This design comes from an exercise in tuning for a short achievable clock period and few clock cycles per item on the open sky130 flow, not from production work. In this exercise RTL edits were held to simulation tests only and were not proved equivalent to the original.

==> design.v <==
module sha256_block (
    input  wire         clk,
    input  wire         rst,
    input  wire         start,    
    input  wire [255:0] h_in,     
    input  wire [511:0] blk,      
    output reg          done,     
    output reg  [255:0] h_out
);
    function [31:0] rotr(input [31:0] x, input integer n);
        rotr = (x >> n) | (x << (32 - n));
    endfunction
    localparam [2047:0] K_ALL = {
        32'h428a2f98, 32'h71374491, 32'hb5c0fbcf, 32'he9b5dba5,
        32'h3956c25b, 32'h59f111f1, 32'h923f82a4, 32'hab1c5ed5,
        32'hd807aa98, 32'h12835b01, 32'h243185be, 32'h550c7dc3,
        32'h72be5d74, 32'h80deb1fe, 32'h9bdc06a7, 32'hc19bf174,
        32'he49b69c1, 32'hefbe4786, 32'h0fc19dc6, 32'h240ca1cc,
        32'h2de92c6f, 32'h4a7484aa, 32'h5cb0a9dc, 32'h76f988da,
        32'h983e5152, 32'ha831c66d, 32'hb00327c8, 32'hbf597fc7,
        32'hc6e00bf3, 32'hd5a79147, 32'h06ca6351, 32'h14292967,
        32'h27b70a85, 32'h2e1b2138, 32'h4d2c6dfc, 32'h53380d13,
        32'h650a7354, 32'h766a0abb, 32'h81c2c92e, 32'h92722c85,
        32'ha2bfe8a1, 32'ha81a664b, 32'hc24b8b70, 32'hc76c51a3,
        32'hd192e819, 32'hd6990624, 32'hf40e3585, 32'h106aa070,
        32'h19a4c116, 32'h1e376c08, 32'h2748774c, 32'h34b0bcb5,
        32'h391c0cb3, 32'h4ed8aa4a, 32'h5b9cca4f, 32'h682e6ff3,
        32'h748f82ee, 32'h78a5636f, 32'h84c87814, 32'h8cc70208,
        32'h90befffa, 32'ha4506ceb, 32'hbef9a3f7, 32'hc67178f2};
    reg  [31:0]  a, b, c, d, e, f, g, h;
    reg  [255:0] h_save;      
    reg  [511:0] w;           
    reg  [5:0]   round;
    reg          running;
    reg          finish;
    wire [31:0] w0  = w[511:480];
    wire [31:0] w1  = w[479:448];
    wire [31:0] w9  = w[223:192];
    wire [31:0] w14 = w[63:32];
    wire [31:0] s0_w   = rotr(w1, 7) ^ rotr(w1, 18) ^ (w1 >> 3);
    wire [31:0] s1_w   = rotr(w14, 17) ^ rotr(w14, 19) ^ (w14 >> 10);
    wire [31:0] w_next = s1_w + w9 + s0_w + w0;
    wire [31:0] big_s1 = rotr(e, 6) ^ rotr(e, 11) ^ rotr(e, 25);
    wire [31:0] ch     = (e & f) ^ (~e & g);
    wire [31:0] big_s0 = rotr(a, 2) ^ rotr(a, 13) ^ rotr(a, 22);
    wire [31:0] maj    = (a & b) ^ (a & c) ^ (b & c);
    wire [31:0] k_t    = K_ALL[2047 - 32*round -: 32];
    wire [31:0] t1     = h + big_s1 + ch + k_t + w0;
    wire [31:0] t2     = big_s0 + maj;
    always @(posedge clk) begin
        if (rst) begin
            running <= 1'b0;
            finish  <= 1'b0;
            done    <= 1'b0;
            round   <= 6'd0;
        end else begin
            done <= 1'b0;
            if (start) begin
                {a, b, c, d, e, f, g, h} <= h_in;
                h_save  <= h_in;
                w       <= blk;
                round   <= 6'd0;
                running <= 1'b1;
            end else if (running) begin
                h <= g;
                g <= f;
                f <= e;
                e <= d + t1;
                d <= c;
                c <= b;
                b <= a;
                a <= t1 + t2;
                w <= {w[479:0], w_next};
                round <= round + 6'd1;
                if (round == 6'd63) begin
                    running <= 1'b0;
                    finish  <= 1'b1;
                end
            end else if (finish) begin
                finish <= 1'b0;
                done   <= 1'b1;
                h_out  <= {h_save[255:224] + a, h_save[223:192] + b,
                           h_save[191:160] + c, h_save[159:128] + d,
                           h_save[127:96]  + e, h_save[95:64]   + f,
                           h_save[63:32]   + g, h_save[31:0]    + h};
            end
        end
    end
endmodule
module cap_merkle (
    input  wire         clk,
    input  wire         rst,
    input  wire         rec_valid,
    output wire         rec_ready,
    input  wire [255:0] rec_data,     
    input  wire         rec_last,     
    output reg          root_valid,
    output reg  [255:0] root,         
    output reg  [7:0]   root_count    
);
    localparam [255:0] SHA256_IV = {
        32'h6a09e667, 32'hbb67ae85, 32'h3c6ef372, 32'ha54ff53a,
        32'h510e527f, 32'h9b05688c, 32'h1f83d9ab, 32'h5be0cd19};
    localparam [3:0] S_IDLE   = 4'd0,
                     S_LEAF   = 4'd1,
                     S_LEAF_W = 4'd2,
                     S_STEP   = 4'd3,
                     S_N1     = 4'd4,
                     S_N1_W   = 4'd5,
                     S_N2     = 4'd6,
                     S_N2_W   = 4'd7;
    function [255:0] bswap256(input [255:0] x);
        integer i;
        for (i = 0; i < 32; i = i + 1)
            bswap256[8*i +: 8] = x[8*(31-i) +: 8];
    endfunction
    reg  [3:0]   state;
    reg  [255:0] rec_q;           
    reg          last_q;          
    reg  [7:0]   count;           
    reg  [7:0]   merges;          
    reg  [255:0] cur;             
    reg  [255:0] left;            
    reg  [255:0] stack [0:7];     
    reg  [3:0]   sp;              
    reg          core_start;
    reg  [255:0] core_h_in;
    reg  [511:0] core_blk;
    wire         core_done;
    wire [255:0] core_h_out;
    sha256_block u_sha (
        .clk   (clk),
        .rst   (rst),
        .start (core_start),
        .h_in  (core_h_in),
        .blk   (core_blk),
        .done  (core_done),
        .h_out (core_h_out)
    );
    wire [511:0] leaf_blk  = {8'h00, rec_q, 8'h80, 176'd0, 64'd264};
    wire [511:0] node_blk1 = {8'h01, left, cur[255:8]};
    wire [511:0] node_blk2 = {cur[7:0], 8'h80, 432'd0, 64'd520};
    assign rec_ready = (state == S_IDLE);
    always @(*) begin
        core_start = 1'b0;
        core_h_in  = SHA256_IV;
        core_blk   = leaf_blk;
        case (state)
            S_LEAF: begin
                core_start = 1'b1;
            end
            S_N1: begin
                core_start = 1'b1;
                core_blk   = node_blk1;
            end
            S_N2: begin
                core_start = 1'b1;
                core_h_in  = core_h_out;
                core_blk   = node_blk2;
            end
            default: ;
        endcase
    end
    always @(posedge clk) begin
        if (rst) begin
            state      <= S_IDLE;
            count      <= 8'd0;
            sp         <= 4'd0;
            root_valid <= 1'b0;
        end else begin
            root_valid <= 1'b0;
            case (state)
                S_IDLE: begin
                    if (rec_valid) begin
                        rec_q  <= bswap256(rec_data);
                        last_q <= rec_last || (count == 8'd254);
                        count  <= count + 8'd1;
                        merges <= count + 8'd1;
                        state  <= S_LEAF;
                    end
                end
                S_LEAF: begin
                    state <= S_LEAF_W;
                end
                S_LEAF_W: begin
                    if (core_done) begin
                        cur   <= core_h_out;
                        state <= S_STEP;
                    end
                end
                S_STEP: begin
                    if (!merges[0] || (last_q && sp != 4'd0)) begin
                        left <= stack[sp[2:0] - 3'd1];
                        sp   <= sp - 4'd1;
                        if (!merges[0])
                            merges <= merges >> 1;
                        state <= S_N1;
                    end else if (last_q) begin
                        root       <= bswap256(cur);
                        root_count <= count;
                        root_valid <= 1'b1;
                        count      <= 8'd0;
                        state      <= S_IDLE;
                    end else begin
                        stack[sp[2:0]] <= cur;
                        sp    <= sp + 4'd1;
                        state <= S_IDLE;
                    end
                end
                S_N1: begin
                    state <= S_N1_W;
                end
                S_N1_W: begin
                    if (core_done)
                        state <= S_N2;
                end
                S_N2: begin
                    state <= S_N2_W;
                end
                S_N2_W: begin
                    if (core_done) begin
                        cur   <= core_h_out;
                        state <= S_STEP;
                    end
                end
                default: state <= S_IDLE;
            endcase
        end
    end
endmodule
==> run.sh <==
#!/bin/bash
# synth_recipe.tcl (not shown) runs the flow's synth.tcl, then flattens the netlist and writes it again
# the make line also repeats each setting of config.mk as NAME=value (left out here)
make -C /OpenROAD-flow-scripts/flow DESIGN_CONFIG=/design/flow/config.mk WORK_HOME=/design/flow/orfs CLKGATE_MAP_FILE= SYNTH_SCRIPT=/design/flow/synth_recipe.tcl finish
==> config.mk <==
export PLATFORM = sky130hd
export DESIGN_NAME = cap_merkle
export DESIGN_NICKNAME = cap_merkle
export VERILOG_FILES = /design/flow/design.v
export SDC_FILE = /design/flow/constraint.sdc
export NUM_CORES = 4
export LEC_CHECK = 0
export CAP_MARGIN = 20
export CORE_MARGIN = 2
export CORE_UTILIZATION = 30
export SLEW_MARGIN = 20
==> constraint.sdc <==
create_clock -name core_clock -period 20.0 [get_ports {clk}]
set_input_delay 4.0000 -clock core_clock [delete_from_list [all_inputs] [get_ports {clk}]]
set_output_delay 4.0000 -clock core_clock [all_outputs]
set_load 0.01 [all_outputs]
==> run summary <==
status no timing/DRC/antenna violations; async set or reset register ratio after synthesis 0%; WL final 672000 microns; WP data arrival 11.94 ns; nets@finish 12500; Hold Crit Class reg2reg; Initial Utilization 30.1%; core area 627000 sq um; Fin Clk Skew 0.109 ns; worst-margin pin slew 1.42 ns; synth warn 2; Syn Area/Cell 17.1 sq um; initial antenna violation count 69; clock transition at the registers of the reported paths 0.07 ns; drt pass-1 iters 5; vias per std cell 5.30; clk sinks 4394; CP Max Fanout 30; Non-Filler Instances 20500; Clock Latency Late Sink 1.07 ns; Post CTS Setup Buffer Count 0; Tot GR Track Use 20.4%; worst setup path startpoint u_sha.round[1]; max-cap violation count 0; layout cell share with drive strength beyond 1 14.2%; Final Hold Vio Count 0; crit path time final 11.22 ns; wire per inst 32.8 microns; DRT iter0 DRCs 13600; fmax 89.2 MHz; CTS root buf clkbuf_16; R2R Setup Slk 8.78 ns; setup violators final 0; Syn Inst Count 11000; sequential cell area fraction in the yosys report 69.9%; Max-slew headroom 5.59%; residual DRC count 0; slowest CP cell ha_1; Area Overhead vs Synth 15.9%; CP Capture Type flop; cts hold-fix bufs 0; vias in the first global route 103000; EDFF count, synth 4369; fill count 59300; hold depth 0; crit share post-route 56.1%; die height 797 microns; worst endpoint required time 20.72 ns; Inserted Clock Buffers 428; CP max stage delay 1.11 ns; Placed Cells 19600; startpoint class of the critical path flop; HPWL Detailed 473000 microns; Port Buf Inserts 525; Die Area 634000 sq um; cell repeated most along the worst path nor2_1; max-slew violations 0; vias post-DR 108000; largest net degree at the start of global routing 159; Placer Congestion 0.984; hold path start u_sha.h_out[30]; RSZ-0062 raised after global routing no; Final Instance Area 218000 sq um; hold_ws 0.402 ns; worst r2r src u_sha.round[1]; Synth Net Count 11900; GRT overflow 0; Rows 291; kind of critical path reg2reg; clock buffer depth 4; DRT antenna net count 0; Worst Reg-to-Reg Cells 32; DP Area 204000 sq um; reg-to-reg endpoint u_sha.a[30]; CTS tree done; Primary FF master, synth edfxtp_1; mapped cell area 188000 sq um; post_cts resized 0; synth unique cells 88; first-pass GRT wire length 898000 microns; Worst Hold Path EP cur[30]; #FFs+latches synth 4394; Clock H-tree levels 5; # IOs 526; Die Wd 797 microns
[worst max-delay path, delay by kind of cell (launching register included)]
family                   cells  cell delay [ns]
XOR/XNOR                     2             0.72
AO/OA/AOI/OAI               11             3.97
adder cells (fa/ha/maj)      7             3.70
AND/OR/NAND/NOR              6             0.95
flip-flops                   1             0.30
buffers and inverters        6             1.19
[Yosys cell counts (all sizes together) (86+ instances only)]
library cell | n | share of area [%]
o21a | 201 | 0.80
a221oi | 277 | 1.3
a21o | 327 | 1.3
buf | 86 | 0.17
inv | 380 | 0.76
a22o | 231 | 1.1
fa | 196 | 2.1
o21ai | 268 | 0.71
mux2 | 268 | 1.6
mux4 | 519 | 6.2
and3 | 149 | 0.49
mux2i | 285 | 1.5
edfxtp | 4369 | 70
nand2 | 216 | 0.43
clkbuf | 490 | 0.98
nand2b | 179 | 0.59
a21oi | 612 | 1.6
ha | 395 | 2.6
xor2 | 169 | 0.79
xnor2 | 441 | 2.0
nor2 | 319 | 0.64
[flip-flops by register name (all words and copies together), names as in the netlist, 256 cells and up]
| signal | flops |
|---|---|
| rec_q | 256 |
| root | 256 |
| cur | 256 |
| stack | 2048 |
| u_sha.w | 512 |
| left | 256 |
| u_sha.h_save | 256 |
| u_sha.h_out | 256 |
[worst max path at each step]
stage	slack [ns]	cells after the start	end
final	8.78	32	u_sha.a[30]
after global routing	8.29	32	u_sha.a[30]
after CTS	9.05	32	u_sha.a[30]
after detailed placement	9.14	36	u_sha.a[29]
after global placement	9.09	32	u_sha.a[30]
after floorplan	-9.81	2	cur[0]
[placed cells by master (no fill, tap or decap), drive strengths merged, types with 13 or more instances in the layout]
cell type / instances
clkinvlp: 19
nor3: 73
mux4: 519
o22ai: 13
ha: 395
xnor2: 441
o31ai: 22
a221oi: 277
nand2: 216
o211ai: 28
a21boi: 44
a21oi: 612
o21bai: 49
a22o: 231
a211oi: 35
diode: 97
a31oi: 43
bufinv: 37
nand3: 63
a21o: 327
clkbuf: 521
edfxtp: 4369
dfxtp: 25
mux2i: 285
clkdlybuf4s50: 524
nand4: 22
fa: 196
nor2: 319
inv: 395
nor2b: 46
buf: 247
o21a: 201
o21ai: 268
xor2: 169
and3: 149
nand2b: 179
mux2: 268
clkinv: 197
[stage by stage]
step                setup slack, ns  TNS (ns)  utilization, %
floorplan                     -9.81  -8360.64               -
global placement               9.09         0            32.6
detailed placement             9.14         0            32.6
CTS                            9.05         0            34.8
global route                   8.29         0            34.8
finish                         8.78         0            34.8
[metal layers]
layer	vias to the layer above	wire length, microns	GRT usage [%]
met2	5312	311000	32.3
li1	44900	-	-
met4	2	37400	9.91
met3	856	50300	2.85
met5	-	13	0
met1	57400	273000	27.6
[cell type report]
class | instances | area [sq um] | area share, %
flip-flops and latches | 4394 | 132000 | 60.3
clock inverters | 266 | 2720 | 1.25
clock buffers | 521 | 11100 | 5.10
diodes | 97 | 243 | 0.111
multi-input cells | 5681 | 53300 | 24.4
well taps | 8350 | 10400 | 4.79
repair buffers | 771 | 7270 | 3.33
inverters | 382 | 1440 | 0.660
[logic make-up after synthesis]
family	count (synthesis)	synth area share [%]
AOI/OAI and AO/OA	2264	8.29
xor gates and xnor gates	610	2.84
adders and majority gates	594	4.72
buffers and inverters	958	1.91
DFF	4394	69.9
muxes	1072	9.32
and+or+nand+nor	1141	3.03
Testbench counts, summed over its fixed seeds: cycles 750,536, records 3,732.

[port drivers added, routing unchanged]
The results above use ideal ports. As a check the final layout listed here was re-extracted and re-timed, cells and wires unchanged. Step 1 assumes that a clkbuf_16 drives the clock port and a buf_2 every other input. Step 2 adds t to the input delays and takes it off the output delays; t is the mean of the earliest and latest rising clock arrival at the registers after step 1. Input paths then give back, and output paths get back, about the clock's delay inside the block. Slacks: ideal / step 1 / step 2; pairs: ideal / step 1.
shift t [ns]: 1.140
setup slack, ns: 8.785 / 8.785 / 8.785
worst setup path after step 2: register to register
clock arrival spread, ns: 0.120 / 0.120
pins driven straight from the clock port: 1
After both steps this run still meets setup and hold. The setup slack of this run moves by 0.000 ns with the drivers and by 0.000 ns with both steps.
